What follows belongs to an exercise in optimizing a design on an open flow for small area, a short achievable clock period and few clock cycles per item; a production flow would make more cautious choices. Only simulation tests tie the RTL to the original design; equivalence was not proved. Power and IR drop assume default switching activity.

==> design.v <==
module vfix_lane (
    input  wire        neg,       
    input  wire        rne,       
    input  wire        k15,       
    input  wire        klo,       
    input  wire [16:0] X,
    input  wire [17:0] Y,
    input  wire [16:0] A,
    output wire [17:0] v
);
    wire [18:0] Ye = {Y, 1'b0};
    reg  [8:0] one, two, nb;
    integer i;
    always @* begin
        for (i = 0; i < 9; i = i + 1) begin
            one[i] = Ye[2*i+1] ^ Ye[2*i];
            two[i] = (Ye[2*i+2] & ~Ye[2*i+1] & ~Ye[2*i]) | (~Ye[2*i+2] & Ye[2*i+1] & Ye[2*i]);
            nb[i]  = Ye[2*i+2] ^ neg;
        end
        two[8] = 1'b0;
    end
    wire [17:0] Xs = {X[16], X};
    wire [17:0] X2 = {X, 1'b0};
    wire [17:0] pp0 = ((({18{one[0]}} & Xs) | ({18{two[0]}} & X2)) ^ {18{nb[0]}}) ^ 18'h20000;
    wire [17:0] pp1 = ((({18{one[1]}} & Xs) | ({18{two[1]}} & X2)) ^ {18{nb[1]}}) ^ 18'h20000;
    wire [17:0] pp2 = ((({18{one[2]}} & Xs) | ({18{two[2]}} & X2)) ^ {18{nb[2]}}) ^ 18'h20000;
    wire [17:0] pp3 = ((({18{one[3]}} & Xs) | ({18{two[3]}} & X2)) ^ {18{nb[3]}}) ^ 18'h20000;
    wire [17:0] pp4 = ((({18{one[4]}} & Xs) | ({18{two[4]}} & X2)) ^ {18{nb[4]}}) ^ 18'h20000;
    wire [17:0] pp5 = ((({18{one[5]}} & Xs) | ({18{two[5]}} & X2)) ^ {18{nb[5]}}) ^ 18'h20000;
    wire [17:0] pp6 = ((({18{one[6]}} & Xs) | ({18{two[6]}} & X2)) ^ {18{nb[6]}}) ^ 18'h20000;
    wire [17:0] pp7 = ((({18{one[7]}} & Xs) | ({18{two[7]}} & X2)) ^ {18{nb[7]}}) ^ 18'h20000;
    wire [17:0] pp8 = ((({18{one[8]}} & Xs) | ({18{two[8]}} & X2)) ^ {18{nb[8]}}) ^ 18'h20000;
    wire cr0 = ~klo;
    wire cr15 = ~(k15 ^ klo);
    wire cr16 = ~(k15 | klo);
    wire cr17 = (k15 | klo);
    wire ks0, kc0, ks1, kc1, ks2, kc2, ks3, kc3, ks4, kc4, ks5, kc5;
    wire ks6, kc6, ks7, kc7, ks8, kc8, ks9, kc9, ks10, kc10, ks11, kc11;
    wire ks12, kc12, ks13, kc13, ks14, kc14, ks15, kc15, ks16, kc16, ks17, kc17;
    wire ks18, kc18, ks19, kc19, ks20, kc20, hs0, hc0, fs0, fc0, fs1, fc1;
    wire fs2, fc2, fs3, fc3, hs1, hc1, fs4, fc4, hs2, hc2, hs3, hc3;
    wire fs5, fc5, hs4, hc4, fs6, fc6, hs5, hc5, fs7, fc7, fs8, fc8;
    wire hs6, hc6, fs9, fc9, fs10, fc10, fs11, fc11, fs12, fc12, fs13, fc13;
    wire fs14, fc14, fs15, fc15, fs16, fc16, fs17, fc17, fs18, fc18, fs19, fc19;
    wire fs20, fc20, fs21, fc21, fs22, fc22, fs23, fc23, fs24, fc24, fs25, fc25;
    wire hs7, hc7, fs26, fc26, fs27, fc27, fs28, fc28, fs29, fc29, hs8, hc8;
    wire fs30, fc30, fs31, fc31, hs9, hc9, fs32, fc32, hs10, hc10, hs11, hc11;
    wire fs33, fc33, hs12, hc12, fs34, fc34, hs13, hc13, fs35, fc35, fs36, fc36;
    wire fs37, fc37, fs38, fc38, fs39, fc39, fs40, fc40, fs41, fc41, fs42, fc42;
    wire fs43, fc43, fs44, fc44, fs45, fc45, fs46, fc46, fs47, fc47, fs48, fc48;
    wire fs49, fc49, fs50, fc50, fs51, fc51, fs52, fc52, fs53, fc53, fs54, fc54;
    wire fs55, fc55, fs56, fc56, fs57, fc57, fs58, fc58, fs59, fc59, fs60, fc60;
    wire fs61, fc61, fs62, fc62, fs63, fc63, fs64, fc64, fs65, fc65, fs66, fc66;
    wire fs67, fc67, hs14, hc14, fs68, fc68, fs69, fc69, hs15, hc15, fs70, fc70;
    wire hs16, hc16, hs17, hc17, fs71, fc71, fs72, fc72, fs73, fc73, fs74, fc74;
    wire fs75, fc75, fs76, fc76, fs77, fc77, fs78, fc78, fs79, fc79, fs80, fc80;
    wire fs81, fc81, fs82, fc82, fs83, fc83, fs84, fc84, fs85, fc85, fs86, fc86;
    wire fs87, fc87, fs88, fc88, fs89, fc89, fs90, fc90, fs91, fc91, fs92, fc92;
    wire fs93, fc93, fs94, fc94, hs18, hc18, fs95, fc95, hs19, hc19, hs20, hc20;
    wire hs21, hc21, hs22, hc22, fs96, fc96, fs97, fc97, fs98, fc98, fs99, fc99;
    wire fs100, fc100, fs101, fc101, fs102, fc102, fs103, fc103, fs104, fc104, fs105, fc105;
    wire fs106, fc106, fs107, fc107, fs108, fc108, fs109, fc109, fs110, fc110, fs111, fc111;
    wire fs112, fc112, fs113, fc113, fs114, fc114, fs115, fc115, fs116, fc116, fs117, fc117;
    wire fs118, fc118, fs119, fc119, fs120, fc120, fs121, fc121, fs122, fc122, fs123, fc123;
    wire hs23, hc23, fs124, fc124, g0_0, p0_0, g1_1, p1_1, g2_2, p2_2, g3_3, p3_3;
    wire g4_4, p4_4, g5_5, p5_5, g6_6, p6_6, g7_7, p7_7, g8_8, p8_8, g9_9, p9_9;
    wire g10_10, p10_10, g11_11, p11_11, g12_12, p12_12, g13_13, p13_13, g14_14, p14_14, g15_15, p15_15;
    wire g16_16, p16_16, g17_17, p17_17, g18_18, p18_18, g19_19, p19_19, g20_20, p20_20, g21_21, p21_21;
    wire g22_22, p22_22, g23_23, p23_23, g24_24, p24_24, g25_25, p25_25, g26_26, p26_26, g27_27, p27_27;
    wire g28_28, p28_28, g29_29, p29_29, g30_30, p30_30, g31_31, p31_31, g32_32, p32_32, g33_33, p33_33;
    wire G34, G35, P35, G36, P36, G37, P37, G38, P38, G39, P39, G40;
    wire P40, G41, P41, G42, G43, P43, G44, P44, G45, P45, G46, G47;
    wire P47, G48, G49, G50, P50, G51, P51, G52, P52, G53, P53, G54;
    wire P54, G55, P55, G56, P56, G57, P57, G58, P58, G59, P59, G60;
    wire P60, G61, P61, G62, P62, G63, P63, G64, P64, G65, P65, G66;
    wire P66, G67, P67, G68, P68, G69, P69, G70, P70, G71, P71, G72;
    wire P72, G73, P73, G74, P74, G75, P75, G76, P76, G77, P77, G78;
    wire P78, G79, P79, G80, P80, G81, P81, G82, P82, G83, P83, G84;
    wire P84, C85, C86, C87, C88, C89, C90, C91, C92, C93, C94, C95;
    wire C96, C97, C98, C99, C100, C101, vs0, vs1, vs2, vs3, vs4, vs5;
    wire vs6, vs7, vs8, vs9, vs10, vs11, vs12, vs13, vs14, vs15, vs16, vs17;
    assign ks0 = ~(nb[1] ^ pp0[2]);
    assign kc0 = nb[1] | pp0[2];
    assign ks1 = ~(pp0[3] ^ pp1[1]);
    assign kc1 = pp0[3] | pp1[1];
    assign ks2 = ~(nb[2] ^ pp0[4]);
    assign kc2 = nb[2] | pp0[4];
    assign ks3 = ~(pp0[5] ^ pp1[3]);
    assign kc3 = pp0[5] | pp1[3];
    assign ks4 = ~(nb[3] ^ pp0[6]);
    assign kc4 = nb[3] | pp0[6];
    assign ks5 = ~(pp0[7] ^ pp1[5]);
    assign kc5 = pp0[7] | pp1[5];
    assign ks6 = ~(nb[4] ^ pp0[8]);
    assign kc6 = nb[4] | pp0[8];
    assign ks7 = ~(pp0[9] ^ pp1[7]);
    assign kc7 = pp0[9] | pp1[7];
    assign ks8 = ~(nb[5] ^ pp0[10]);
    assign kc8 = nb[5] | pp0[10];
    assign ks9 = ~(pp0[11] ^ pp1[9]);
    assign kc9 = pp0[11] | pp1[9];
    assign ks10 = ~(nb[6] ^ pp0[12]);
    assign kc10 = nb[6] | pp0[12];
    assign ks11 = ~(pp0[13] ^ pp1[11]);
    assign kc11 = pp0[13] | pp1[11];
    assign ks12 = ~(nb[7] ^ pp0[14]);
    assign kc12 = nb[7] | pp0[14];
    assign ks13 = ~(A[2] ^ pp1[16]);
    assign kc13 = A[2] | pp1[16];
    assign ks14 = ~(A[4] ^ pp2[16]);
    assign kc14 = A[4] | pp2[16];
    assign ks15 = ~(A[6] ^ pp3[16]);
    assign kc15 = A[6] | pp3[16];
    assign ks16 = ~(A[8] ^ pp4[16]);
    assign kc16 = A[8] | pp4[16];
    assign ks17 = ~(A[10] ^ pp5[16]);
    assign kc17 = A[10] | pp5[16];
    assign ks18 = ~(A[12] ^ pp6[16]);
    assign kc18 = A[12] | pp6[16];
    assign ks19 = ~(A[14] ^ pp7[16]);
    assign kc19 = A[14] | pp7[16];
    assign ks20 = ~(A[16] ^ pp8[16]);
    assign kc20 = A[16] | pp8[16];
    assign hs0 = cr15 ^ pp0[15];
    assign hc0 = cr15 & pp0[15];
    vfix_fa u_fa0 (.a(A[0]), .b(nb[8]), .ci(cr16), .s(fs0), .co(fc0));
    vfix_fa u_fa1 (.a(pp0[16]), .b(pp1[14]), .ci(pp2[12]), .s(fs1), .co(fc1));
    vfix_fa u_fa2 (.a(A[1]), .b(cr17), .ci(pp0[17]), .s(fs2), .co(fc2));
    vfix_fa u_fa3 (.a(pp1[15]), .b(pp2[13]), .ci(pp3[11]), .s(fs3), .co(fc3));
    assign hs1 = pp2[14] ^ pp3[12];
    assign hc1 = pp2[14] & pp3[12];
    vfix_fa u_fa4 (.a(A[3]), .b(pp1[17]), .ci(pp2[15]), .s(fs4), .co(fc4));
    assign hs2 = pp1[8] ^ pp2[6];
    assign hc2 = pp1[8] & pp2[6];
    assign hs3 = pp2[7] ^ pp3[5];
    assign hc3 = pp2[7] & pp3[5];
    vfix_fa u_fa5 (.a(pp1[10]), .b(pp2[8]), .ci(pp3[6]), .s(fs5), .co(fc5));
    assign hs4 = pp4[4] ^ pp5[2];
    assign hc4 = pp4[4] & pp5[2];
    vfix_fa u_fa6 (.a(pp2[9]), .b(pp3[7]), .ci(pp4[5]), .s(fs6), .co(fc6));
    assign hs5 = pp5[3] ^ pp6[1];
    assign hc5 = pp5[3] & pp6[1];
    vfix_fa u_fa7 (.a(pp1[12]), .b(pp2[10]), .ci(pp3[8]), .s(fs7), .co(fc7));
    vfix_fa u_fa8 (.a(pp4[6]), .b(pp5[4]), .ci(pp6[2]), .s(fs8), .co(fc8));
    assign hs6 = pp7[0] ^ kc11;
    assign hc6 = pp7[0] & kc11;
    vfix_fa u_fa9 (.a(pp1[13]), .b(pp2[11]), .ci(pp3[9]), .s(fs9), .co(fc9));
    vfix_fa u_fa10 (.a(pp4[7]), .b(pp5[5]), .ci(pp6[3]), .s(fs10), .co(fc10));
    vfix_fa u_fa11 (.a(pp7[1]), .b(kc12), .ci(hs0), .s(fs11), .co(fc11));
    vfix_fa u_fa12 (.a(fs0), .b(pp3[10]), .ci(pp4[8]), .s(fs12), .co(fc12));
    vfix_fa u_fa13 (.a(pp5[6]), .b(pp6[4]), .ci(pp7[2]), .s(fs13), .co(fc13));
    vfix_fa u_fa14 (.a(pp8[0]), .b(hc0), .ci(fs1), .s(fs14), .co(fc14));
    vfix_fa u_fa15 (.a(fc0), .b(pp4[9]), .ci(pp5[7]), .s(fs15), .co(fc15));
    vfix_fa u_fa16 (.a(pp6[5]), .b(pp7[3]), .ci(pp8[1]), .s(fs16), .co(fc16));
    vfix_fa u_fa17 (.a(fc1), .b(fs2), .ci(fs3), .s(fs17), .co(fc17));
    vfix_fa u_fa18 (.a(pp4[10]), .b(pp5[8]), .ci(pp6[6]), .s(fs18), .co(fc18));
    vfix_fa u_fa19 (.a(pp7[4]), .b(pp8[2]), .ci(hs1), .s(fs19), .co(fc19));
    vfix_fa u_fa20 (.a(ks13), .b(fc2), .ci(fc3), .s(fs20), .co(fc20));
    vfix_fa u_fa21 (.a(pp3[13]), .b(pp4[11]), .ci(pp5[9]), .s(fs21), .co(fc21));
    vfix_fa u_fa22 (.a(pp6[7]), .b(pp7[5]), .ci(pp8[3]), .s(fs22), .co(fc22));
    vfix_fa u_fa23 (.a(hc1), .b(kc13), .ci(fs4), .s(fs23), .co(fc23));
    vfix_fa u_fa24 (.a(pp3[14]), .b(pp4[12]), .ci(pp5[10]), .s(fs24), .co(fc24));
    vfix_fa u_fa25 (.a(pp6[8]), .b(pp7[6]), .ci(pp8[4]), .s(fs25), .co(fc25));
    assign hs7 = ks14 ^ fc4;
    assign hc7 = ks14 & fc4;
    vfix_fa u_fa26 (.a(A[5]), .b(pp2[17]), .ci(pp3[15]), .s(fs26), .co(fc26));
    vfix_fa u_fa27 (.a(pp4[13]), .b(pp5[11]), .ci(pp6[9]), .s(fs27), .co(fc27));
    vfix_fa u_fa28 (.a(pp7[7]), .b(pp8[5]), .ci(kc14), .s(fs28), .co(fc28));
    vfix_fa u_fa29 (.a(pp4[14]), .b(pp5[12]), .ci(pp6[10]), .s(fs29), .co(fc29));
    assign hs8 = pp7[8] ^ pp8[6];
    assign hc8 = pp7[8] & pp8[6];
    vfix_fa u_fa30 (.a(A[7]), .b(pp3[17]), .ci(pp4[15]), .s(fs30), .co(fc30));
    vfix_fa u_fa31 (.a(pp5[13]), .b(pp6[11]), .ci(pp7[9]), .s(fs31), .co(fc31));
    assign hs9 = pp5[14] ^ pp6[12];
    assign hc9 = pp5[14] & pp6[12];
    vfix_fa u_fa32 (.a(A[9]), .b(pp4[17]), .ci(pp5[15]), .s(fs32), .co(fc32));
    assign hs10 = pp1[4] ^ pp2[2];
    assign hc10 = pp1[4] & pp2[2];
    assign hs11 = pp2[3] ^ pp3[1];
    assign hc11 = pp2[3] & pp3[1];
    vfix_fa u_fa33 (.a(pp1[6]), .b(pp2[4]), .ci(pp3[2]), .s(fs33), .co(fc33));
    assign hs12 = pp4[0] ^ kc5;
    assign hc12 = pp4[0] & kc5;
    vfix_fa u_fa34 (.a(pp2[5]), .b(pp3[3]), .ci(pp4[1]), .s(fs34), .co(fc34));
    assign hs13 = kc6 ^ ks7;
    assign hc13 = kc6 & ks7;
    vfix_fa u_fa35 (.a(pp3[4]), .b(pp4[2]), .ci(pp5[0]), .s(fs35), .co(fc35));
    vfix_fa u_fa36 (.a(kc7), .b(hs2), .ci(ks8), .s(fs36), .co(fc36));
    vfix_fa u_fa37 (.a(pp4[3]), .b(pp5[1]), .ci(hc2), .s(fs37), .co(fc37));
    vfix_fa u_fa38 (.a(kc8), .b(hs3), .ci(ks9), .s(fs38), .co(fc38));
    vfix_fa u_fa39 (.a(pp6[0]), .b(hc3), .ci(kc9), .s(fs39), .co(fc39));
    vfix_fa u_fa40 (.a(hs4), .b(ks10), .ci(fs5), .s(fs40), .co(fc40));
    vfix_fa u_fa41 (.a(hc4), .b(kc10), .ci(hs5), .s(fs41), .co(fc41));
    vfix_fa u_fa42 (.a(ks11), .b(fc5), .ci(fs6), .s(fs42), .co(fc42));
    vfix_fa u_fa43 (.a(hc5), .b(ks12), .ci(fc6), .s(fs43), .co(fc43));
    vfix_fa u_fa44 (.a(hs6), .b(fs7), .ci(fs8), .s(fs44), .co(fc44));
    vfix_fa u_fa45 (.a(hc6), .b(fc7), .ci(fc8), .s(fs45), .co(fc45));
    vfix_fa u_fa46 (.a(fs10), .b(fs9), .ci(fs11), .s(fs46), .co(fc46));
    vfix_fa u_fa47 (.a(fc10), .b(fc9), .ci(fs12), .s(fs47), .co(fc47));
    vfix_fa u_fa48 (.a(fs13), .b(fc11), .ci(fs14), .s(fs48), .co(fc48));
    vfix_fa u_fa49 (.a(fc12), .b(fc13), .ci(fs15), .s(fs49), .co(fc49));
    vfix_fa u_fa50 (.a(fs16), .b(fc14), .ci(fs17), .s(fs50), .co(fc50));
    vfix_fa u_fa51 (.a(fc15), .b(fc16), .ci(fs18), .s(fs51), .co(fc51));
    vfix_fa u_fa52 (.a(fs19), .b(fs20), .ci(fc17), .s(fs52), .co(fc52));
    vfix_fa u_fa53 (.a(fc18), .b(fs21), .ci(fs22), .s(fs53), .co(fc53));
    vfix_fa u_fa54 (.a(fc19), .b(fc20), .ci(fs23), .s(fs54), .co(fc54));
    vfix_fa u_fa55 (.a(fc21), .b(fc22), .ci(fs24), .s(fs55), .co(fc55));
    vfix_fa u_fa56 (.a(fs25), .b(hs7), .ci(fc23), .s(fs56), .co(fc56));
    vfix_fa u_fa57 (.a(fc24), .b(fc25), .ci(fs26), .s(fs57), .co(fc57));
    vfix_fa u_fa58 (.a(fs27), .b(hc7), .ci(fs28), .s(fs58), .co(fc58));
    vfix_fa u_fa59 (.a(hs8), .b(ks15), .ci(fc26), .s(fs59), .co(fc59));
    vfix_fa u_fa60 (.a(fc27), .b(fs29), .ci(fc28), .s(fs60), .co(fc60));
    vfix_fa u_fa61 (.a(pp8[7]), .b(hc8), .ci(kc15), .s(fs61), .co(fc61));
    vfix_fa u_fa62 (.a(fc29), .b(fs30), .ci(fs31), .s(fs62), .co(fc62));
    vfix_fa u_fa63 (.a(pp7[10]), .b(pp8[8]), .ci(hs9), .s(fs63), .co(fc63));
    vfix_fa u_fa64 (.a(ks16), .b(fc30), .ci(fc31), .s(fs64), .co(fc64));
    vfix_fa u_fa65 (.a(pp6[13]), .b(pp7[11]), .ci(pp8[9]), .s(fs65), .co(fc65));
    vfix_fa u_fa66 (.a(hc9), .b(kc16), .ci(fs32), .s(fs66), .co(fc66));
    vfix_fa u_fa67 (.a(pp6[14]), .b(pp7[12]), .ci(pp8[10]), .s(fs67), .co(fc67));
    assign hs14 = ks17 ^ fc32;
    assign hc14 = ks17 & fc32;
    vfix_fa u_fa68 (.a(A[11]), .b(pp5[17]), .ci(pp6[15]), .s(fs68), .co(fc68));
    vfix_fa u_fa69 (.a(pp7[13]), .b(pp8[11]), .ci(kc17), .s(fs69), .co(fc69));
    assign hs15 = pp7[14] ^ pp8[12];
    assign hc15 = pp7[14] & pp8[12];
    vfix_fa u_fa70 (.a(A[13]), .b(pp6[17]), .ci(pp7[15]), .s(fs70), .co(fc70));
    assign hs16 = pp1[2] ^ pp2[0];
    assign hc16 = pp1[2] & pp2[0];
    assign hs17 = pp2[1] ^ kc2;
    assign hc17 = pp2[1] & kc2;
    vfix_fa u_fa71 (.a(pp3[0]), .b(kc3), .ci(hs10), .s(fs71), .co(fc71));
    vfix_fa u_fa72 (.a(hc10), .b(kc4), .ci(hs11), .s(fs72), .co(fc72));
    vfix_fa u_fa73 (.a(hc11), .b(ks6), .ci(hs12), .s(fs73), .co(fc73));
    vfix_fa u_fa74 (.a(hc12), .b(fc33), .ci(fs34), .s(fs74), .co(fc74));
    vfix_fa u_fa75 (.a(fc34), .b(hc13), .ci(fs35), .s(fs75), .co(fc75));
    vfix_fa u_fa76 (.a(fc35), .b(fs37), .ci(fc36), .s(fs76), .co(fc76));
    vfix_fa u_fa77 (.a(fc37), .b(fs39), .ci(fc38), .s(fs77), .co(fc77));
    vfix_fa u_fa78 (.a(fc39), .b(fs41), .ci(fc40), .s(fs78), .co(fc78));
    vfix_fa u_fa79 (.a(fc41), .b(fs43), .ci(fc42), .s(fs79), .co(fc79));
    vfix_fa u_fa80 (.a(fc43), .b(fs45), .ci(fc44), .s(fs80), .co(fc80));
    vfix_fa u_fa81 (.a(fc45), .b(fs47), .ci(fc46), .s(fs81), .co(fc81));
    vfix_fa u_fa82 (.a(fc47), .b(fs49), .ci(fc48), .s(fs82), .co(fc82));
    vfix_fa u_fa83 (.a(fc49), .b(fs51), .ci(fc50), .s(fs83), .co(fc83));
    vfix_fa u_fa84 (.a(fc51), .b(fs53), .ci(fc52), .s(fs84), .co(fc84));
    vfix_fa u_fa85 (.a(fc53), .b(fs55), .ci(fc54), .s(fs85), .co(fc85));
    vfix_fa u_fa86 (.a(fc55), .b(fs57), .ci(fs58), .s(fs86), .co(fc86));
    vfix_fa u_fa87 (.a(fs59), .b(fc57), .ci(fs60), .s(fs87), .co(fc87));
    vfix_fa u_fa88 (.a(fs61), .b(fc59), .ci(fs62), .s(fs88), .co(fc88));
    vfix_fa u_fa89 (.a(fc61), .b(fs63), .ci(fs64), .s(fs89), .co(fc89));
    vfix_fa u_fa90 (.a(fs65), .b(fc63), .ci(fc64), .s(fs90), .co(fc90));
    vfix_fa u_fa91 (.a(fc65), .b(fs67), .ci(hs14), .s(fs91), .co(fc91));
    vfix_fa u_fa92 (.a(fc67), .b(fs68), .ci(hc14), .s(fs92), .co(fc92));
    vfix_fa u_fa93 (.a(hs15), .b(ks18), .ci(fc68), .s(fs93), .co(fc93));
    vfix_fa u_fa94 (.a(pp8[13]), .b(hc15), .ci(kc18), .s(fs94), .co(fc94));
    assign hs18 = pp8[14] ^ ks19;
    assign hc18 = pp8[14] & ks19;
    vfix_fa u_fa95 (.a(A[15]), .b(pp7[17]), .ci(pp8[15]), .s(fs95), .co(fc95));
    assign hs19 = nb[0] ^ cr0;
    assign hc19 = nb[0] & cr0;
    assign hs20 = 1'b1 ^ pp0[1];
    assign hc20 = 1'b1 & pp0[1];
    assign hs21 = pp1[0] ^ ks0;
    assign hc21 = pp1[0] & ks0;
    assign hs22 = kc0 ^ ks1;
    assign hc22 = kc0 & ks1;
    vfix_fa u_fa96 (.a(kc1), .b(hs16), .ci(ks2), .s(fs96), .co(fc96));
    vfix_fa u_fa97 (.a(hc16), .b(ks3), .ci(hs17), .s(fs97), .co(fc97));
    vfix_fa u_fa98 (.a(ks4), .b(hc17), .ci(fs71), .s(fs98), .co(fc98));
    vfix_fa u_fa99 (.a(ks5), .b(fc71), .ci(fs72), .s(fs99), .co(fc99));
    vfix_fa u_fa100 (.a(fs33), .b(fc72), .ci(fs73), .s(fs100), .co(fc100));
    vfix_fa u_fa101 (.a(hs13), .b(fc73), .ci(fs74), .s(fs101), .co(fc101));
    vfix_fa u_fa102 (.a(fs36), .b(fc74), .ci(fs75), .s(fs102), .co(fc102));
    vfix_fa u_fa103 (.a(fs38), .b(fc75), .ci(fs76), .s(fs103), .co(fc103));
    vfix_fa u_fa104 (.a(fs40), .b(fc76), .ci(fs77), .s(fs104), .co(fc104));
    vfix_fa u_fa105 (.a(fs42), .b(fc77), .ci(fs78), .s(fs105), .co(fc105));
    vfix_fa u_fa106 (.a(fs44), .b(fc78), .ci(fs79), .s(fs106), .co(fc106));
    vfix_fa u_fa107 (.a(fs46), .b(fc79), .ci(fs80), .s(fs107), .co(fc107));
    vfix_fa u_fa108 (.a(fc80), .b(fs48), .ci(fs81), .s(fs108), .co(fc108));
    vfix_fa u_fa109 (.a(fs50), .b(fc81), .ci(fs82), .s(fs109), .co(fc109));
    vfix_fa u_fa110 (.a(fs52), .b(fc82), .ci(fs83), .s(fs110), .co(fc110));
    vfix_fa u_fa111 (.a(fs54), .b(fc83), .ci(fs84), .s(fs111), .co(fc111));
    vfix_fa u_fa112 (.a(fs56), .b(fc84), .ci(fs85), .s(fs112), .co(fc112));
    vfix_fa u_fa113 (.a(fc56), .b(fs86), .ci(fc85), .s(fs113), .co(fc113));
    vfix_fa u_fa114 (.a(fc58), .b(fc86), .ci(fs87), .s(fs114), .co(fc114));
    vfix_fa u_fa115 (.a(fc60), .b(fs88), .ci(fc87), .s(fs115), .co(fc115));
    vfix_fa u_fa116 (.a(fc62), .b(fc88), .ci(fs89), .s(fs116), .co(fc116));
    vfix_fa u_fa117 (.a(fs66), .b(fc89), .ci(fs90), .s(fs117), .co(fc117));
    vfix_fa u_fa118 (.a(fc66), .b(fs91), .ci(fc90), .s(fs118), .co(fc118));
    vfix_fa u_fa119 (.a(fs69), .b(fs92), .ci(fc91), .s(fs119), .co(fc119));
    vfix_fa u_fa120 (.a(fc69), .b(fs93), .ci(fc92), .s(fs120), .co(fc120));
    vfix_fa u_fa121 (.a(fs70), .b(fs94), .ci(fc93), .s(fs121), .co(fc121));
    vfix_fa u_fa122 (.a(fc70), .b(hs18), .ci(fc94), .s(fs122), .co(fc122));
    vfix_fa u_fa123 (.a(kc19), .b(hc18), .ci(fs95), .s(fs123), .co(fc123));
    assign hs23 = ks20 ^ fc95;
    assign hc23 = ks20 & fc95;
    vfix_fa u_fa124 (.a(A[16]), .b(pp8[17]), .ci(kc20), .s(fs124), .co(fc124));
    assign g0_0 = pp0[0] & hs19;
    assign p0_0 = pp0[0] ^ hs19;
    assign g1_1 = hc19 & hs20;
    assign p1_1 = hc19 ^ hs20;
    assign g2_2 = hc20 & hs21;
    assign p2_2 = hc20 ^ hs21;
    assign g3_3 = hc21 & hs22;
    assign p3_3 = hc21 ^ hs22;
    assign g4_4 = hc22 & fs96;
    assign p4_4 = hc22 ^ fs96;
    assign g5_5 = fc96 & fs97;
    assign p5_5 = fc96 ^ fs97;
    assign g6_6 = fc97 & fs98;
    assign p6_6 = fc97 ^ fs98;
    assign g7_7 = fc98 & fs99;
    assign p7_7 = fc98 ^ fs99;
    assign g8_8 = fc99 & fs100;
    assign p8_8 = fc99 ^ fs100;
    assign g9_9 = fc100 & fs101;
    assign p9_9 = fc100 ^ fs101;
    assign g10_10 = fc101 & fs102;
    assign p10_10 = fc101 ^ fs102;
    assign g11_11 = fc102 & fs103;
    assign p11_11 = fc102 ^ fs103;
    assign g12_12 = fc103 & fs104;
    assign p12_12 = fc103 ^ fs104;
    assign g13_13 = fc104 & fs105;
    assign p13_13 = fc104 ^ fs105;
    assign g14_14 = fc105 & fs106;
    assign p14_14 = fc105 ^ fs106;
    assign g15_15 = fc106 & fs107;
    assign p15_15 = fc106 ^ fs107;
    assign g16_16 = fc107 & fs108;
    assign p16_16 = fc107 ^ fs108;
    assign g17_17 = fc108 & fs109;
    assign p17_17 = fc108 ^ fs109;
    assign g18_18 = fc109 & fs110;
    assign p18_18 = fc109 ^ fs110;
    assign g19_19 = fc110 & fs111;
    assign p19_19 = fc110 ^ fs111;
    assign g20_20 = fc111 & fs112;
    assign p20_20 = fc111 ^ fs112;
    assign g21_21 = fc112 & fs113;
    assign p21_21 = fc112 ^ fs113;
    assign g22_22 = fc113 & fs114;
    assign p22_22 = fc113 ^ fs114;
    assign g23_23 = fc114 & fs115;
    assign p23_23 = fc114 ^ fs115;
    assign g24_24 = fc115 & fs116;
    assign p24_24 = fc115 ^ fs116;
    assign g25_25 = fc116 & fs117;
    assign p25_25 = fc116 ^ fs117;
    assign g26_26 = fc117 & fs118;
    assign p26_26 = fc117 ^ fs118;
    assign g27_27 = fc118 & fs119;
    assign p27_27 = fc118 ^ fs119;
    assign g28_28 = fc119 & fs120;
    assign p28_28 = fc119 ^ fs120;
    assign g29_29 = fc120 & fs121;
    assign p29_29 = fc120 ^ fs121;
    assign g30_30 = fc121 & fs122;
    assign p30_30 = fc121 ^ fs122;
    assign g31_31 = fc122 & fs123;
    assign p31_31 = fc122 ^ fs123;
    assign g32_32 = fc123 & hs23;
    assign p32_32 = fc123 ^ hs23;
    assign g33_33 = hc23 & fs124;
    assign p33_33 = hc23 ^ fs124;
    wire cin0 = rne ? (p16_16 ^ A[0]) : 1'b1;
    assign G34 = g0_0 | (p0_0 & cin0);
    assign G35 = g2_2 | (p2_2 & g1_1);
    assign P35 = p2_2 & p1_1;
    assign G36 = g4_4 | (p4_4 & g3_3);
    assign P36 = p4_4 & p3_3;
    assign G37 = g6_6 | (p6_6 & g5_5);
    assign P37 = p6_6 & p5_5;
    assign G38 = g8_8 | (p8_8 & g7_7);
    assign P38 = p8_8 & p7_7;
    assign G39 = g10_10 | (p10_10 & g9_9);
    assign P39 = p10_10 & p9_9;
    assign G40 = g12_12 | (p12_12 & g11_11);
    assign P40 = p12_12 & p11_11;
    assign G41 = g14_14 | (p14_14 & g13_13);
    assign P41 = p14_14 & p13_13;
    assign G42 = G35 | (P35 & G34);
    assign G43 = G37 | (P37 & G36);
    assign P43 = P37 & P36;
    assign G44 = G39 | (P39 & G38);
    assign P44 = P39 & P38;
    assign G45 = G41 | (P41 & G40);
    assign P45 = P41 & P40;
    assign G46 = G43 | (P43 & G42);
    assign G47 = G45 | (P45 & G44);
    assign P47 = P45 & P44;
    assign G48 = G47 | (P47 & G46);
    assign G49 = g15_15 | (p15_15 & G48);
    assign G50 = g17_17 | (p17_17 & g16_16);
    assign P50 = p17_17 & p16_16;
    assign G51 = g19_19 | (p19_19 & g18_18);
    assign P51 = p19_19 & p18_18;
    assign G52 = g21_21 | (p21_21 & g20_20);
    assign P52 = p21_21 & p20_20;
    assign G53 = g23_23 | (p23_23 & g22_22);
    assign P53 = p23_23 & p22_22;
    assign G54 = g25_25 | (p25_25 & g24_24);
    assign P54 = p25_25 & p24_24;
    assign G55 = g27_27 | (p27_27 & g26_26);
    assign P55 = p27_27 & p26_26;
    assign G56 = g29_29 | (p29_29 & g28_28);
    assign P56 = p29_29 & p28_28;
    assign G57 = g31_31 | (p31_31 & g30_30);
    assign P57 = p31_31 & p30_30;
    assign G58 = g33_33 | (p33_33 & g32_32);
    assign P58 = p33_33 & p32_32;
    assign G59 = g18_18 | (p18_18 & G50);
    assign P59 = p18_18 & P50;
    assign G60 = G51 | (P51 & G50);
    assign P60 = P51 & P50;
    assign G61 = g22_22 | (p22_22 & G52);
    assign P61 = p22_22 & P52;
    assign G62 = G53 | (P53 & G52);
    assign P62 = P53 & P52;
    assign G63 = g26_26 | (p26_26 & G54);
    assign P63 = p26_26 & P54;
    assign G64 = G55 | (P55 & G54);
    assign P64 = P55 & P54;
    assign G65 = g30_30 | (p30_30 & G56);
    assign P65 = p30_30 & P56;
    assign G66 = G57 | (P57 & G56);
    assign P66 = P57 & P56;
    assign G67 = g20_20 | (p20_20 & G60);
    assign P67 = p20_20 & P60;
    assign G68 = G52 | (P52 & G60);
    assign P68 = P52 & P60;
    assign G69 = G61 | (P61 & G60);
    assign P69 = P61 & P60;
    assign G70 = G62 | (P62 & G60);
    assign P70 = P62 & P60;
    assign G71 = g28_28 | (p28_28 & G64);
    assign P71 = p28_28 & P64;
    assign G72 = G56 | (P56 & G64);
    assign P72 = P56 & P64;
    assign G73 = G65 | (P65 & G64);
    assign P73 = P65 & P64;
    assign G74 = G66 | (P66 & G64);
    assign P74 = P66 & P64;
    assign G75 = g24_24 | (p24_24 & G70);
    assign P75 = p24_24 & P70;
    assign G76 = G54 | (P54 & G70);
    assign P76 = P54 & P70;
    assign G77 = G63 | (P63 & G70);
    assign P77 = P63 & P70;
    assign G78 = G64 | (P64 & G70);
    assign P78 = P64 & P70;
    assign G79 = G71 | (P71 & G70);
    assign P79 = P71 & P70;
    assign G80 = G72 | (P72 & G70);
    assign P80 = P72 & P70;
    assign G81 = G73 | (P73 & G70);
    assign P81 = P73 & P70;
    assign G82 = G74 | (P74 & G70);
    assign P82 = P74 & P70;
    assign G83 = g32_32 | (p32_32 & G82);
    assign P83 = p32_32 & P82;
    assign G84 = G58 | (P58 & G82);
    assign P84 = P58 & P82;
    assign C85 = g16_16 | (p16_16 & G49);
    assign C86 = G50 | (P50 & G49);
    assign C87 = G59 | (P59 & G49);
    assign C88 = G60 | (P60 & G49);
    assign C89 = G67 | (P67 & G49);
    assign C90 = G68 | (P68 & G49);
    assign C91 = G69 | (P69 & G49);
    assign C92 = G70 | (P70 & G49);
    assign C93 = G75 | (P75 & G49);
    assign C94 = G76 | (P76 & G49);
    assign C95 = G77 | (P77 & G49);
    assign C96 = G78 | (P78 & G49);
    assign C97 = G79 | (P79 & G49);
    assign C98 = G80 | (P80 & G49);
    assign C99 = G81 | (P81 & G49);
    assign C100 = G82 | (P82 & G49);
    assign C101 = G83 | (P83 & G49);
    vfix_xor2 u_vs0 (.a(p16_16), .b(G49), .y(vs0));
    vfix_xor2 u_vs1 (.a(p17_17), .b(C85), .y(vs1));
    vfix_xor2 u_vs2 (.a(p18_18), .b(C86), .y(vs2));
    vfix_xor2 u_vs3 (.a(p19_19), .b(C87), .y(vs3));
    vfix_xor2 u_vs4 (.a(p20_20), .b(C88), .y(vs4));
    vfix_xor2 u_vs5 (.a(p21_21), .b(C89), .y(vs5));
    vfix_xor2 u_vs6 (.a(p22_22), .b(C90), .y(vs6));
    vfix_xor2 u_vs7 (.a(p23_23), .b(C91), .y(vs7));
    vfix_xor2 u_vs8 (.a(p24_24), .b(C92), .y(vs8));
    vfix_xor2 u_vs9 (.a(p25_25), .b(C93), .y(vs9));
    vfix_xor2 u_vs10 (.a(p26_26), .b(C94), .y(vs10));
    vfix_xor2 u_vs11 (.a(p27_27), .b(C95), .y(vs11));
    vfix_xor2 u_vs12 (.a(p28_28), .b(C96), .y(vs12));
    vfix_xor2 u_vs13 (.a(p29_29), .b(C97), .y(vs13));
    vfix_xor2 u_vs14 (.a(p30_30), .b(C98), .y(vs14));
    vfix_xor2 u_vs15 (.a(p31_31), .b(C99), .y(vs15));
    vfix_xor2 u_vs16 (.a(p32_32), .b(C100), .y(vs16));
    vfix_xor2 u_vs17 (.a(p33_33), .b(C101), .y(vs17));
    assign v = {vs17, vs16, vs15, vs14, vs13, vs12, vs11, vs10, vs9, vs8, vs7, vs6, vs5, vs4, vs3, vs2, vs1, vs0};
endmodule
module vfix_fa (
    input  wire a,
    input  wire b,
    input  wire ci,
    output wire s,
    output wire co
);
    assign s  = a ^ b ^ ci;
    assign co = (a & b) | (a & ci) | (b & ci);
endmodule
module vfix_xor2 (
    input  wire a,
    input  wire b,
    output wire y
);
    assign y = a ^ b;
endmodule
module vfix_xnor2 (
    input  wire a,
    input  wire b,
    output wire y
);
    assign y = ~(a ^ b);
endmodule
module vfix_unit #(
    parameter LANES = 4
) (
    input  wire                  clk,
    input  wire                  rst,
    input  wire                  in_valid,
    output wire                  in_ready,
    input  wire [2:0]            in_func,
    input  wire                  in_type,
    input  wire [1:0]            in_rnd,
    input  wire                  in_zero,
    input  wire [LANES-1:0]      in_pred,
    input  wire [16*LANES-1:0]   in_a,
    input  wire [16*LANES-1:0]   in_b,
    input  wire [16*LANES-1:0]   in_c,
    input  wire [16*LANES-1:0]   in_d,
    output reg                   out_valid,
    output reg  [16*LANES-1:0]   out_d,
    output reg                   out_sat
);
    assign in_ready = 1'b1;
    wire f_fma  = (in_func == 3'd1);
    wire f_fms  = (in_func == 3'd2);
    wire f_lerp = (in_func == 3'd3);
    wire f_add  = (in_func == 3'd4);
    wire f_sub  = (in_func == 3'd5);
    wire f_rsh  = (in_func == 3'd6);
    wire f_conv = (in_func == 3'd7);
    wire f_pow2 = in_func[2];            
    wire typ    = in_type;
    wire a_sgn  = f_conv ? typ : ~typ;   
    wire neg    = f_fms | f_sub;         
    wire k15 = f_fms ? (in_rnd != 2'd0) : (in_rnd != 2'd1);
    wire klo = f_fms & ~in_rnd[1];
    wire [17*LANES-1:0] bma_all;
    genvar gl;
    generate
        for (gl = 0; gl < LANES; gl = gl + 1) begin : g_sub
            wire [15:0] sa = in_a[16*gl +: 16];
            wire [15:0] sb = in_b[16*gl +: 16];
            wire [15:0] sg = sb & ~sa;
            wire [15:0] sx, bm;
            wire sg0_1, sg0_3, sp0_3, sg0_5, sp0_5, sg0_7, sp0_7, sg0_9, sp0_9, sg0_11;
            wire sp0_11, sg0_13, sp0_13, sg0_15, sp0_15, sg1_2, sp1_2, sg1_3, sp1_3, sg1_6;
            wire sp1_6, sg1_7, sp1_7, sg1_10, sp1_10, sg1_11, sp1_11, sg1_14, sp1_14, sg1_15;
            wire sp1_15, sg2_4, sp2_4, sg2_5, sp2_5, sg2_6, sp2_6, sg2_7, sp2_7, sg2_12;
            wire sp2_12, sg2_13, sp2_13, sg2_14, sp2_14, sg2_15, sp2_15, sg3_8, sp3_8, sg3_9;
            wire sp3_9, sg3_10, sp3_10, sg3_11, sp3_11, sg3_12, sp3_12, sg3_13, sp3_13, sg3_14;
            wire sp3_14, sg3_15, sp3_15, sg4_16, sp4_16;
            assign sg0_1 = sg[0] | (~sx[0] & 1'b1);
            assign sg0_3 = sg[2] | (~sx[2] & sg[1]);
            assign sp0_3 = ~sx[2] & ~sx[1];
            assign sg0_5 = sg[4] | (~sx[4] & sg[3]);
            assign sp0_5 = ~sx[4] & ~sx[3];
            assign sg0_7 = sg[6] | (~sx[6] & sg[5]);
            assign sp0_7 = ~sx[6] & ~sx[5];
            assign sg0_9 = sg[8] | (~sx[8] & sg[7]);
            assign sp0_9 = ~sx[8] & ~sx[7];
            assign sg0_11 = sg[10] | (~sx[10] & sg[9]);
            assign sp0_11 = ~sx[10] & ~sx[9];
            assign sg0_13 = sg[12] | (~sx[12] & sg[11]);
            assign sp0_13 = ~sx[12] & ~sx[11];
            assign sg0_15 = sg[14] | (~sx[14] & sg[13]);
            assign sp0_15 = ~sx[14] & ~sx[13];
            assign sg1_2 = sg[1] | (~sx[1] & sg0_1);
            assign sp1_2 = ~sx[1] & 1'b0;
            assign sg1_3 = sg0_3 | (sp0_3 & sg0_1);
            assign sp1_3 = sp0_3 & 1'b0;
            assign sg1_6 = sg[5] | (~sx[5] & sg0_5);
            assign sp1_6 = ~sx[5] & sp0_5;
            assign sg1_7 = sg0_7 | (sp0_7 & sg0_5);
            assign sp1_7 = sp0_7 & sp0_5;
            assign sg1_10 = sg[9] | (~sx[9] & sg0_9);
            assign sp1_10 = ~sx[9] & sp0_9;
            assign sg1_11 = sg0_11 | (sp0_11 & sg0_9);
            assign sp1_11 = sp0_11 & sp0_9;
            assign sg1_14 = sg[13] | (~sx[13] & sg0_13);
            assign sp1_14 = ~sx[13] & sp0_13;
            assign sg1_15 = sg0_15 | (sp0_15 & sg0_13);
            assign sp1_15 = sp0_15 & sp0_13;
            assign sg2_4 = sg[3] | (~sx[3] & sg1_3);
            assign sp2_4 = ~sx[3] & sp1_3;
            assign sg2_5 = sg0_5 | (sp0_5 & sg1_3);
            assign sp2_5 = sp0_5 & sp1_3;
            assign sg2_6 = sg1_6 | (sp1_6 & sg1_3);
            assign sp2_6 = sp1_6 & sp1_3;
            assign sg2_7 = sg1_7 | (sp1_7 & sg1_3);
            assign sp2_7 = sp1_7 & sp1_3;
            assign sg2_12 = sg[11] | (~sx[11] & sg1_11);
            assign sp2_12 = ~sx[11] & sp1_11;
            assign sg2_13 = sg0_13 | (sp0_13 & sg1_11);
            assign sp2_13 = sp0_13 & sp1_11;
            assign sg2_14 = sg1_14 | (sp1_14 & sg1_11);
            assign sp2_14 = sp1_14 & sp1_11;
            assign sg2_15 = sg1_15 | (sp1_15 & sg1_11);
            assign sp2_15 = sp1_15 & sp1_11;
            assign sg3_8 = sg[7] | (~sx[7] & sg2_7);
            assign sp3_8 = ~sx[7] & sp2_7;
            assign sg3_9 = sg0_9 | (sp0_9 & sg2_7);
            assign sp3_9 = sp0_9 & sp2_7;
            assign sg3_10 = sg1_10 | (sp1_10 & sg2_7);
            assign sp3_10 = sp1_10 & sp2_7;
            assign sg3_11 = sg1_11 | (sp1_11 & sg2_7);
            assign sp3_11 = sp1_11 & sp2_7;
            assign sg3_12 = sg2_12 | (sp2_12 & sg2_7);
            assign sp3_12 = sp2_12 & sp2_7;
            assign sg3_13 = sg2_13 | (sp2_13 & sg2_7);
            assign sp3_13 = sp2_13 & sp2_7;
            assign sg3_14 = sg2_14 | (sp2_14 & sg2_7);
            assign sp3_14 = sp2_14 & sp2_7;
            assign sg3_15 = sg2_15 | (sp2_15 & sg2_7);
            assign sp3_15 = sp2_15 & sp2_7;
            assign sg4_16 = sg[15] | (~sx[15] & sg3_15);
            assign sp4_16 = ~sx[15] & sp3_15;
            assign sx[0] = sa[0] ^ sb[0];
            vfix_xnor2 u_s0 (.a(sx[0]), .b(1'b1), .y(bm[0]));
            assign sx[1] = sa[1] ^ sb[1];
            vfix_xnor2 u_s1 (.a(sx[1]), .b(sg0_1), .y(bm[1]));
            assign sx[2] = sa[2] ^ sb[2];
            vfix_xnor2 u_s2 (.a(sx[2]), .b(sg1_2), .y(bm[2]));
            assign sx[3] = sa[3] ^ sb[3];
            vfix_xnor2 u_s3 (.a(sx[3]), .b(sg1_3), .y(bm[3]));
            assign sx[4] = sa[4] ^ sb[4];
            vfix_xnor2 u_s4 (.a(sx[4]), .b(sg2_4), .y(bm[4]));
            assign sx[5] = sa[5] ^ sb[5];
            vfix_xnor2 u_s5 (.a(sx[5]), .b(sg2_5), .y(bm[5]));
            assign sx[6] = sa[6] ^ sb[6];
            vfix_xnor2 u_s6 (.a(sx[6]), .b(sg2_6), .y(bm[6]));
            assign sx[7] = sa[7] ^ sb[7];
            vfix_xnor2 u_s7 (.a(sx[7]), .b(sg2_7), .y(bm[7]));
            assign sx[8] = sa[8] ^ sb[8];
            vfix_xnor2 u_s8 (.a(sx[8]), .b(sg3_8), .y(bm[8]));
            assign sx[9] = sa[9] ^ sb[9];
            vfix_xnor2 u_s9 (.a(sx[9]), .b(sg3_9), .y(bm[9]));
            assign sx[10] = sa[10] ^ sb[10];
            vfix_xnor2 u_s10 (.a(sx[10]), .b(sg3_10), .y(bm[10]));
            assign sx[11] = sa[11] ^ sb[11];
            vfix_xnor2 u_s11 (.a(sx[11]), .b(sg3_11), .y(bm[11]));
            assign sx[12] = sa[12] ^ sb[12];
            vfix_xnor2 u_s12 (.a(sx[12]), .b(sg3_12), .y(bm[12]));
            assign sx[13] = sa[13] ^ sb[13];
            vfix_xnor2 u_s13 (.a(sx[13]), .b(sg3_13), .y(bm[13]));
            assign sx[14] = sa[14] ^ sb[14];
            vfix_xnor2 u_s14 (.a(sx[14]), .b(sg3_14), .y(bm[14]));
            assign sx[15] = sa[15] ^ sb[15];
            vfix_xnor2 u_s15 (.a(sx[15]), .b(sg3_15), .y(bm[15]));
            assign bma_all[17*gl +: 17] = {~sg4_16, bm};
        end
    endgenerate
    reg [17*LANES-1:0] p_x, p_a;
    reg [18*LANES-1:0] p_y;
    reg [15:0] a, b, c, d, a16;
    reg [16:0] bma;
    reg [17:0] yp, y;
    reg [18:0] ye;
    reg        pr, sx_lerp, sx_b, sx_a, sa_d, sa_c, sa_a, sy_c, sy_b, sy_b2, sy_p;
    integer l, j;
    always @* begin
        for (l = 0; l < LANES; l = l + 1) begin
            a  = in_a[16*l +: 16];
            b  = in_b[16*l +: 16];
            c  = in_c[16*l +: 16];
            d  = in_d[16*l +: 16];
            pr = in_pred[l];
            bma = bma_all[17*l +: 17];
            sx_lerp = pr & f_lerp;
            sx_b    = pr & (f_sub | f_add);
            sx_a    = pr & ~f_lerp & ~f_sub & ~f_add;
            p_x[17*l +: 17] = ({17{sx_lerp}} & bma)
                            | ({17{sx_b}}    & {~typ & b[15], b})
                            | ({17{sx_a}}    & {a_sgn & a[15], a});
            sa_d = ~pr & ~in_zero;
            sa_c = pr & (f_fma | f_fms);
            sa_a = pr & (f_lerp | f_add | f_sub | (f_conv & typ));
            a16  = ({16{sa_d}} & d) | ({16{sa_c}} & c) | ({16{sa_a}} & a);
            p_a[17*l +: 17] = {a16[15] & (~typ | (pr & f_conv)), a16};
            sy_c  = pr & f_lerp;
            sy_b  = pr & ~f_pow2 & ~f_lerp & typ;
            sy_b2 = pr & ~f_pow2 & ~f_lerp & ~typ;
            sy_p  = pr & f_pow2;
            for (j = 0; j < 18; j = j + 1)
                yp[j] = f_rsh ? (b[3:0] == 16 - j)
                              : ((f_conv & ~typ) ? (j == 15) : (j == 16));
            y = ({18{sy_c}} & {2'b00, c}) | ({18{sy_b}} & {2'b00, b})
              | ({18{sy_b2}} & {b[15], b, 1'b0}) | ({18{sy_p}} & yp);
            p_y[18*l +: 18] = y;
        end
    end
    reg                 s1_valid;
    reg                 s1_typ, s1_rne, s1_k15, s1_klo;
    reg [LANES-1:0]     s1_neg;
    reg [17*LANES-1:0]  s1_x, s1_a;
    reg [18*LANES-1:0]  s1_y;
    always @(posedge clk) begin
        if (rst)
            s1_valid <= 1'b0;
        else
            s1_valid <= in_valid;
        s1_neg <= {LANES{neg}} & in_pred;    
        s1_typ <= typ;
        s1_rne <= in_rnd[1];
        s1_k15 <= k15;
        s1_klo <= klo;
        s1_x   <= p_x;
        s1_y   <= p_y;
        s1_a   <= p_a;
    end
    wire [18*LANES-1:0] lane_v;
    genvar i;
    generate
        for (i = 0; i < LANES; i = i + 1) begin : g_lane
            vfix_lane u_lane (
                .neg (s1_neg[i]),
                .rne (s1_rne),
                .k15 (s1_k15),
                .klo (s1_klo),
                .X   (s1_x[17*i +: 17]),
                .Y   (s1_y[18*i +: 18]),
                .A   (s1_a[17*i +: 17]),
                .v   (lane_v[18*i +: 18])
            );
        end
    endgenerate
    reg                 s2_valid;
    reg                 s2_typ;
    reg [18*LANES-1:0]  s2_v;
    always @(posedge clk) begin
        if (rst)
            s2_valid <= 1'b0;
        else
            s2_valid <= s1_valid;
        s2_typ <= s1_typ;
        s2_v   <= lane_v;
    end
    reg [16*LANES-1:0] res;
    reg                sat;
    reg [17:0]         v;
    reg                ovf;
    integer q;
    always @* begin
        sat = 1'b0;
        for (q = 0; q < LANES; q = q + 1) begin
            v   = s2_v[18*q +: 18];
            ovf = s2_typ ? (v[17] | v[16]) : ~((v[17] == v[16]) & (v[16] == v[15]));
            sat = sat | ovf;
            if (!ovf)
                res[16*q +: 16] = v[15:0];
            else if (s2_typ)
                res[16*q +: 16] = {16{~v[17]}};
            else
                res[16*q +: 16] = {v[17], {15{~v[17]}}};
        end
    end
    always @(posedge clk) begin
        if (rst)
            out_valid <= 1'b0;
        else
            out_valid <= s2_valid;
        out_d   <= res;
        out_sat <= sat;
    end
endmodule
==> flow/run.sh <==
#!/bin/bash
# Synthesis: the standard synthesis script (synth_recipe.tcl), except that
# ABC maps the lane modules with a delay target (flow/abc_lane.script), so
# that it recovers area there instead of mapping for the least delay; the
# top module keeps the standard ABC script. Then the standard layout
# steps, with buf_2 cells as the port buffers; the layout's timing repair
# aims at a setup slack of MARGIN ns (the clock period and constraints are
# unchanged) on the worst endpoints, and may resize cells across
# footprints.
set -euo pipefail
MARGIN=19
W=$PWD
cat > $W/own_synth.tcl <<EOC
proc abc {args} {
  set i [lsearch \$args -script]
  set lane_args \$args
  lset lane_args [expr {\$i + 1}] $W/flow/abc_lane.script
  yosys abc {*}\$lane_args vfix_lane vfix_fa vfix_xor2 vfix_xnor2
  yosys abc {*}\$args vfix_unit
}
source $W/synth_recipe.tcl
EOC
bash standard.sh SYNTH_SCRIPT=$W/own_synth.tcl synth > synth.log 2>&1
bash standard.sh SYNTH_SCRIPT=$W/own_synth.tcl "BUFFER_PORTS_ARGS=-buffer_cell sky130_fd_sc_hd__buf_2" \
    SETUP_SLACK_MARGIN=$MARGIN TNS_END_PERCENT=5 MATCH_CELL_FOOTPRINT=0 finish > layout.log 2>&1
==> flow/abc_lane.script <==
strash
dch
map -B 0.9 -D 4000
topo
stime -c
buffer -c
upsize -c -D 4000
dnsize -c -D 4000
==> standard.sh <==
#!/bin/bash
# synth_recipe.tcl (not shown) runs the flow's synth.tcl, then flattens the netlist and writes it again
# the make line also repeats each setting of config.mk as NAME=value (left out here)
make -C /OpenROAD-flow-scripts/flow DESIGN_CONFIG=/design/flow/config.mk WORK_HOME=/design/flow/orfs CLKGATE_MAP_FILE= SYNTH_SCRIPT=/design/flow/synth_recipe.tcl "${@:-finish}"
==> config.mk <==
export PLATFORM = sky130hd
export DESIGN_NAME = vfix_unit
export DESIGN_NICKNAME = vfix_unit
export VERILOG_FILES = /design/flow/design.v
export SDC_FILE = /design/flow/constraint.sdc
export NUM_CORES = 8
export LEC_CHECK = 0
export ABC_AREA = 1
export CAP_MARGIN = 0
export CORE_MARGIN = 2
export CORE_UTILIZATION = 65
export CTS_CLUSTER_DIAMETER = 80
export CTS_CLUSTER_SIZE = 25
export SLEW_MARGIN = 0
export SYNTH_HIERARCHICAL = 1
==> constraint.sdc <==
create_clock -name core_clock -period 25.0 [get_ports {clk}]
set_input_delay 5.0000 -clock core_clock [delete_from_list [all_inputs] [get_ports {clk}]]
set_output_delay 5.0000 -clock core_clock [all_outputs]
set_load 0.01 [all_outputs]
==> results.py, run 1 <==
metrics = {
    "floorplan": {
        "die_w_um": 268.7,
        "dieArea_um2": 72200,
        "coreArea_um2": 69660,
        "start_util_pct": 65.38,
        "boundaryPins": 337,
        "die_y_um": 268.7,
        "num_rows": 97,
    },
    "worst_setup_path": {
        "r2r-start": "s1_neg[2]$_DFF_P_",
        "start_kind": "primary input",
        "end_kind": "flop",
        "crit_start": "in_func[0]",
        "worstSetupPathType": "primary input to flop",
        "crit_path_max_fanout": 19,
        "required_ps": 25560,
        "arrival_ps": 6760,
    },
    "global_route": {
        "overflow": 0,
        "grt_max_degree": 26,
        "grt_pass1_wl_um": 223900,
        "antenna_found_initial": 20,
        "grt_usage_pct": 40.23,
        "grt_pass1_vias": 39110,
    },
    "detailed_routing": {
        "post_drt_wl_per_cell_um": 22.50,
        "viasPerCell": 6.125,
        "route.detailed.drc": 0,
        "drt-total-wl_um": 149600,
        "via_count": 40730,
        "drt_first_iter_violations": 4178,
        "drt_first_pass_iters": 8,
        "ant_nets": 0,
    },
    "cts": {
        "cts_buffer_depth": 3,
        "clk_latency_ps": 660,
        "cts_sinks": 357,
        "h-tree-depth": 1,
        "cts_tree": "built",
        "clkTransAtPathRegs_ps": 80,
        "cts_made_buffers": 31,
        "cts_root_buf": "clkbuf_16",
    },
    "flow_run": {
        "maxCapViolCount": 0,
    },
    "timing": {
        "finClkSkew_ps": 39.07,
        "maxSlewViolCount": 0,
        "max_clock_freq_mhz": 161.3,
        "rsz0062_at_grt": "yes",
        "setup_viol": 0,
        "post-route-period-util_pct": 24.80,
        "slew_headroom_pct": 40.06,
        "fin_ws_ps": 18800,
        "tightest_slew_ps": 897.9,
        "tns_ps": 0,
        "hold_violations": 0,
        "post-route-min-period_ps": 6201,
    },
    "layout": {
        "drive_gt1_share_pct": 16.07,
        "synthToLayoutAreaGrowth_pct": 12.38,
        "nets": 6828,
    },
    "min_path": {
        "hold_start": "s1_typ$_DFF_P_",
        "worstHoldPathType": "flop to flop",
    },
    "synth": {
        "postSynthCellCount": 5442,
        "async_flop_share_pct": 0,
        "ys_types": 49,
        "ys.flop_type": "dfxtp_1",
        "ys_seq_area_share_pct": 15.69,
        "syn_area_um2": 45540,
        "yosysWarnings": 8,
        "synth_edf_count": 0,
        "syn_avg_cell_area_um2": 8.369,
        "ys_ff_latch": 357,
    },
    "outcome": {
        "status": "timing/DRC/antenna clean",
    },
    "placement": {
        "dp_slack_ps": 17850,
        "dpl.hpwl_um": 114400,
        "place.gp.congestion": 1.028,
        "port_buffers": 335,
    },
    "power": {
        "max-vdd-ir-drop_uv": 363.1,
        "power.leakage_nw": 25.52,
        "powerDensity_nw_per_um2": 159.1,
    },
}
synth_stat cells, types with 106 or more instances:
cell	count	area share, %
xor2_1	720	14
nand2_1	820	6.8
a21oi_1	213	2.3
clkbuf_1	166	1.4
fa_1	500	22
inv_1	752	6.2
nand3_1	106	1.2
ha_1	382	10
dfxtp_1	357	16
nor2_1	179	1.5
o22ai_1	549	7.5
xnor2_1	108	2.1
modules after synthesis, one instance, submodules excluded:
module / area, um^2 / flip-flops and latches / copies in the design / cells
vfix_xor2: 8.758 / 0 / 72 / 1
vfix_fa: 20.02 / 0 / 500 / 1
vfix_unit: 15390 / 357 / 1 / 1958
vfix_lane: 4738 / 0 / 4 / 712
vfix_xnor2: 8.758 / 0 / 64 / 1
placed cells by master (no fill, tap or decap), drive strengths merged:
cell type / count
nand2: 834
inv: 799
xor2: 720
o22ai: 549
fa: 500
buf: 499
ha: 382
dfxtp: 357
a21oi: 213
nor2: 185
nand3: 112
o21ai: 111
xnor2: 108
o211ai: 94
clkbuf: 33
o221ai: 28
nand4: 22
o2111ai: 21
nor3: 18
clkinvlp: 17
o21bai: 17
o31ai: 17
a21o: 16
a221oi: 12
clkinv: 10
diode: 8
or2: 8
conb: 5
o21a: 4
a31oi: 3
bufinv: 3
nand3b: 2
a22oi: 1
a31o: 1
layer usage:
metal	wire, um	up-vias	global-route usage, %
li1	-	18310	-
met1	56540	19470	50.71
met2	67940	2389	65.23
met3	16650	529	10.11
met4	8294	32	18.21
met5	202	-	0
critical path: stages:
cell	delay (ps)
buf_2	130
inv_1	80
nand2_1	190
nand2_4	310
buf_4	370
nand2_1	360
o221ai_1	300
registers in the layout, summed over array words and instances (netlist names), 4 cells and up:
register  count
s1_x         68
out_d        64
s2_v         72
s1_neg        4
s1_y         72
s1_a         68
area by class of cell:
cell class	count	area, um^2
clock inverters	26	407.9
inverters	802	3174
repair inverters	1	7.507
repair buffers	500	3127
clock buffers	32	789.5
diodes	8	20.02
well taps	940	1176
flip-flops and latches	357	7217
multi-input cells	3983	35270
fillers	5493	18480
path summary, 6_finish.rpt:
check	end	slack (ps)	cells past startpoint
max	s1_a[59]$_DFF_P_	18800	7
max reg2reg	s2_v[49]$_DFF_P_	19090	26
min	s2_typ$_DFF_P_	330	0
min reg2reg	s2_typ$_DFF_P_	330	0
metrics by stage:
| stage | instance area, um^2 | utilization [%] | total power [mW] | std cells | hold WS [ps] |
|---|---|---|---|---|---|
| final | 51180 | 73.47 | 8.145 | 6649 | 334.0 |
| after global routing | 51170 | 73.45 | 8.966 | 6643 | 342.0 |
| after CTS | 49680 | 71.31 | 7.491 | 6552 | 333.8 |
| after detailed placement | 47730 | 68.51 | 6.809 | 6465 | 315.1 |
| after global placement | 47730 | 68.51 | 6.657 | 6465 | 311.2 |
| after floorplan | 45940 | - | 6.611 | 5446 | 309.6 |
cells by family (layout without fill, tap and decap cells):
| group | count (synthesis) | count (layout) | share of synthesized area (%) |
|---|---|---|---|
| buffers and inverters | 1106 | 1361 | 9.953 |
| adder cells (fa/ha/maj) | 882 | 882 | 32.47 |
| XOR/XNOR | 828 | 828 | 15.92 |
| AO/OA/AOI/OAI | 1087 | 1087 | 15.30 |
| other | 1 | 13 | 0.008234 |
| AND/OR/NAND/NOR | 1181 | 1181 | 10.65 |
| flip-flops | 357 | 357 | 15.69 |
power by group:
group          internal [mW]  switching (mW)  leakage [nW]
clock                  0.282           0.284         0.567
combinational           2.74            3.94          22.0
sequential             0.825          0.0819          2.99
total                   3.84            4.30          25.5
timing repair:
item                                    CTS  global route
pin swaps                                 3            24
gates resized for setup                 118           206
cloned                                    1             4
setup buffers                            28            85
hold buffers                              0             0
endpoints found under the setup margin  323           328
Testbench counts, summed over its fixed seeds: cycles 16,024, items 16,000.
==> inputs of run 2 (changes only) <==
==> flow/abc_lane.script (replaced) <==
strash
dch
map -B 0.9 -D 2000
topo
stime -c
buffer -c
upsize -c -D 2000
dnsize -c -D 2000
==> run 2 against run 1 <==
  * Cell area fell by 2.9%
  * Clock-buffer cell count decreased by 1
  * Largest cell class unchanged
  * Critical path type is now flop to output port
  * Die area grew 1.2%
  * Clock skew rose by 32 ps
  * Synthesized area rose by 1.2%
  * First-iteration DRC count up 4.5%
  * Sequential power down 0.9%
  * Maximum frequency increased by 0.78%
==> results.py, run 2 <==
metrics = {
    "outcome": {
        "status": "timing/DRC/antenna clean",
    },
    "layout": {
        "final_cell_mix": "nand2_1 (1,006), inv_1 (746), xor2_1 (720), o22ai_1 (549), fa_1 (500)",
        "stdcell_count": 6727,
        "drive_gt1_share_pct": 11.86,
        "multi_input_area_um2": 34980,
        "nFillCells": 5905,
        "synthToLayoutAreaGrowth_pct": 7.779,
        "final_area_um2": 49690,
        "layout_commonest_cell": "nand2_1",
        "top_regs": "s1_y: 72 flops, s2_v: 72 flops",
        "seq_area_um2": 7157,
        "nets": 6907,
    },
    "global_route": {
        "antenna_found_initial": 23,
        "grt_busiest_layer": "met2",
        "overflow": 0,
        "grt_usage_pct": 39.10,
        "use_met1_pct": 51.79,
        "grt_max_degree": 35,
        "grt_pass1_wl_um": 226200,
        "use_met3_pct": 7.637,
        "grt_pass1_vias": 40260,
        "use_met2_pct": 62.92,
    },
    "synth": {
        "ys_seq_area_share_pct": 15.50,
        "yosys.area.top_type": "fa_1",
        "ys_types": 50,
        "ys.flop_type": "dfxtp_1",
        "synth_common_cells": "nand2_1 (1,032), inv_1 (772), xor2_1 (720)",
        "synth.top_cell.area_share_pct": 21.71,
        "postSynthCellCount": 5638,
        "ys_ff_latch": 357,
        "synthTopCellsByArea": "fa_1 (22%), dfxtp_1 (16%), xor2_1 (14%)",
        "async_flop_share_pct": 0,
        "yosysMostFrequentCell": "nand2_1",
        "syn_avg_cell_area_um2": 8.177,
        "syn_area_um2": 46100,
        "synth_edf_count": 0,
        "yosysWarnings": 8,
    },
    "worst_setup_path": {
        "max_stage_delay_ps": 350,
        "reg2reg_depth": 25,
        "crit_cells": 1,
        "cp_slowest_cell": "dfxtp_1",
        "arrival_ps": 1150,
        "end_kind": "output port",
        "r2r-start": "s1_neg[0]$_DFF_P_",
        "path_cells": "buf_2",
        "worstSetupPathType": "flop to output port",
        "critical_path.top_delay_family": "flip-flops",
        "timing.rr.end": "s2_v[15]$_DFF_P_",
        "ff2ff_setup_slack_ps": 18900,
        "start_kind": "flop",
        "required_ps": 20000,
        "crit_start": "out_d[29]$_DFF_P_",
        "critPathCapture": "out_d[29]",
        "crit_path_max_fanout": 1,
        "path_buf_inv": 1,
    },
    "floorplan": {
        "coreArea_um2": 70150,
        "num_rows": 97,
        "die_y_um": 270.3,
        "boundaryPins": 337,
        "die_w_um": 270.3,
        "dieArea_um2": 73070,
        "start_util_pct": 65.72,
    },
    "detailed_routing": {
        "viasPerCell": 6.018,
        "post_drt_wl_per_cell_um": 21.33,
        "drt_first_pass_iters": 9,
        "via_count": 40480,
        "drt_first_iter_violations": 4366,
        "route.detailed.drc": 0,
        "drt-total-wl_um": 143500,
        "ant_nets": 0,
    },
    "power": {
        "powerDensity_nw_per_um2": 157.6,
        "power.leakage_nw": 25.49,
        "max-vdd-ir-drop_uv": 244.6,
    },
    "timing": {
        "max_clock_freq_mhz": 162.5,
        "hold_violations": 0,
        "rsz0062_at_grt": "yes",
        "slew_headroom_pct": 28.55,
        "tightest_slew_ps": 1072,
        "maxSlewViolCount": 0,
        "finClkSkew_ps": 70.61,
        "post-route-min-period_ps": 6153,
        "tns_ps": 0,
        "post-route-period-util_pct": 24.61,
        "setup_viol": 0,
    },
    "cts": {
        "cts_sinks": 357,
        "h-tree-depth": 1,
        "clkTransAtPathRegs_ps": 90,
        "cts_tree": "built",
        "hold_buffers": 0,
        "cts_root_buf": "clkbuf_16",
        "cts_made_buffers": 28,
        "clk_latency_ps": 670,
        "cts_buffer_depth": 3,
    },
    "min_path": {
        "worstHoldPathType": "flop to flop",
    },
    "placement": {
        "dpl-instance-area_um2": 48260,
        "place.gp.congestion": 0.9996,
        "dpl.hpwl_um": 113300,
        "post-place-cells": 6661,
        "port_buffers": 335,
    },
    "flow_run": {
        "maxCapViolCount": 0,
    },
}
-- run 2: cell count changes after synthesis, sizes merged, moves of 8 or more --
cell / change
o21ai: -44
nor2: +36
nand3: +8
nand2: +212
inv: +20
o31ai: -16
o211ai: -12
nand4: -12
a221oi: -12
-- run 2: metal layers --
layer | up-vias | share of wire, %
met4 | 22 | 4.8
li1 | 18510 | -
met5 | - | 0.10
met3 | 402 | 10
met2 | 2167 | 45
met1 | 19380 | 40
-- run 2: per-module statistics from Yosys (local to each module, per instance) --
module	cells	times used
vfix_xor2	1	72
vfix_unit	1958	1
vfix_xnor2	1	64
vfix_lane	761	4
vfix_fa	1	500
-- run 2: what timing repair did --
item | 4_1_cts | 5_1_grt
resized for setup | 37 | 34
gates cloned | 1 | 0
setup buffers | 3 | 0
endpoints found under the setup margin | 315 | 255
-- run 2: how the worst min path moves through the flow --
stage | depth (start not counted) | slack, ps | from | endpoint
floorplan | 0 | 310 | s1_typ$_DFF_P_ | s2_typ$_DFF_P_
global placement | 0 | 310 | s1_typ$_DFF_P_ | s2_typ$_DFF_P_
detailed placement | 0 | 320 | s1_typ$_DFF_P_ | s2_typ$_DFF_P_
CTS | 0 | 340 | s1_typ$_DFF_P_ | s2_typ$_DFF_P_
global route | 0 | 350 | s1_typ$_DFF_P_ | s2_typ$_DFF_P_
finish | 0 | 340 | s1_typ$_DFF_P_ | s2_typ$_DFF_P_
-- run 2: logic make-up after synthesis --
kind of cell    after synthesis  synth area share (%)
fa+ha+maj                   882                 32.08
other cells                   1              0.008135
flops                       357                 15.50
xor+xnor                    828                 15.73
simple gates               1425                 12.47
buf+inv                    1126                 10.01
compound gates             1019                 14.20
-- run 2: power breakdown --
part	switching, mW	internal (mW)	total [mW]
sequential	0.0741	0.825	0.899
clock	0.286	0.247	0.533
combinational	3.91	2.49	6.40
-- run 2: area by class of cell --
| type | count | area share (%) |
|---|---|---|
| Antenna cell | 10 | 0.05037 |
| Clock buffer | 31 | 1.473 |
| Clock inverter | 21 | 0.7278 |
| Inverter | 822 | 6.379 |
| Multi-Input combinational cell | 4159 | 70.40 |
| Sequential cell | 357 | 14.40 |
| Tap cell | 940 | 2.367 |
| Timing Repair Buffer | 386 | 4.183 |
| Timing Repair inverter | 1 | 0.01511 |
-- run 2: metrics by stage --
step | total power, mW | hold slack [ps] | utilization (%) | setup WS, ps
final | 7.832 | 337.6 | 70.83 | 18850
after global routing | 8.778 | 350.6 | 70.79 | 18790
after CTS | 7.760 | 340.0 | 70.60 | 18820
after detailed placement | 7.123 | 320.5 | 68.80 | 17880
after global placement | 6.953 | 311.4 | 68.80 | 17870
after floorplan | 6.908 | 309.6 | - | 18750

[port drivers added, routing unchanged]
Ports are ideal in the flow. The routed layouts listed here were re-timed in OpenROAD. Step 1: set_driving_cell puts a clkbuf_16 on clk and a buf_2 on each other input, an assumption about the parent block. Step 2, shift: input delay + t, output delay - t, t = (earliest + latest rising clock arrival at the registers) / 2. This alone moves slack from input paths to output paths. Slacks: ideal ports / drivers / drivers and shift; pairs: ideal ports / drivers.
| run | shift t [ns] | setup slack, ns | slew at the worst register clock pin (ns) |
|---|---|---|---|
| run 1 | 0.712 | 18.799 / 18.738 / 18.083 | 0.09 / 0.09 |
| run 2 | 0.701 | 18.847 / 18.778 / 18.163 | 0.10 / 0.10 |
After both steps setup and hold are still met in every run listed. For run 1, which loses most, drivers alone change the setup slack by -0.061 ns; drivers and shift together by -0.716 ns.
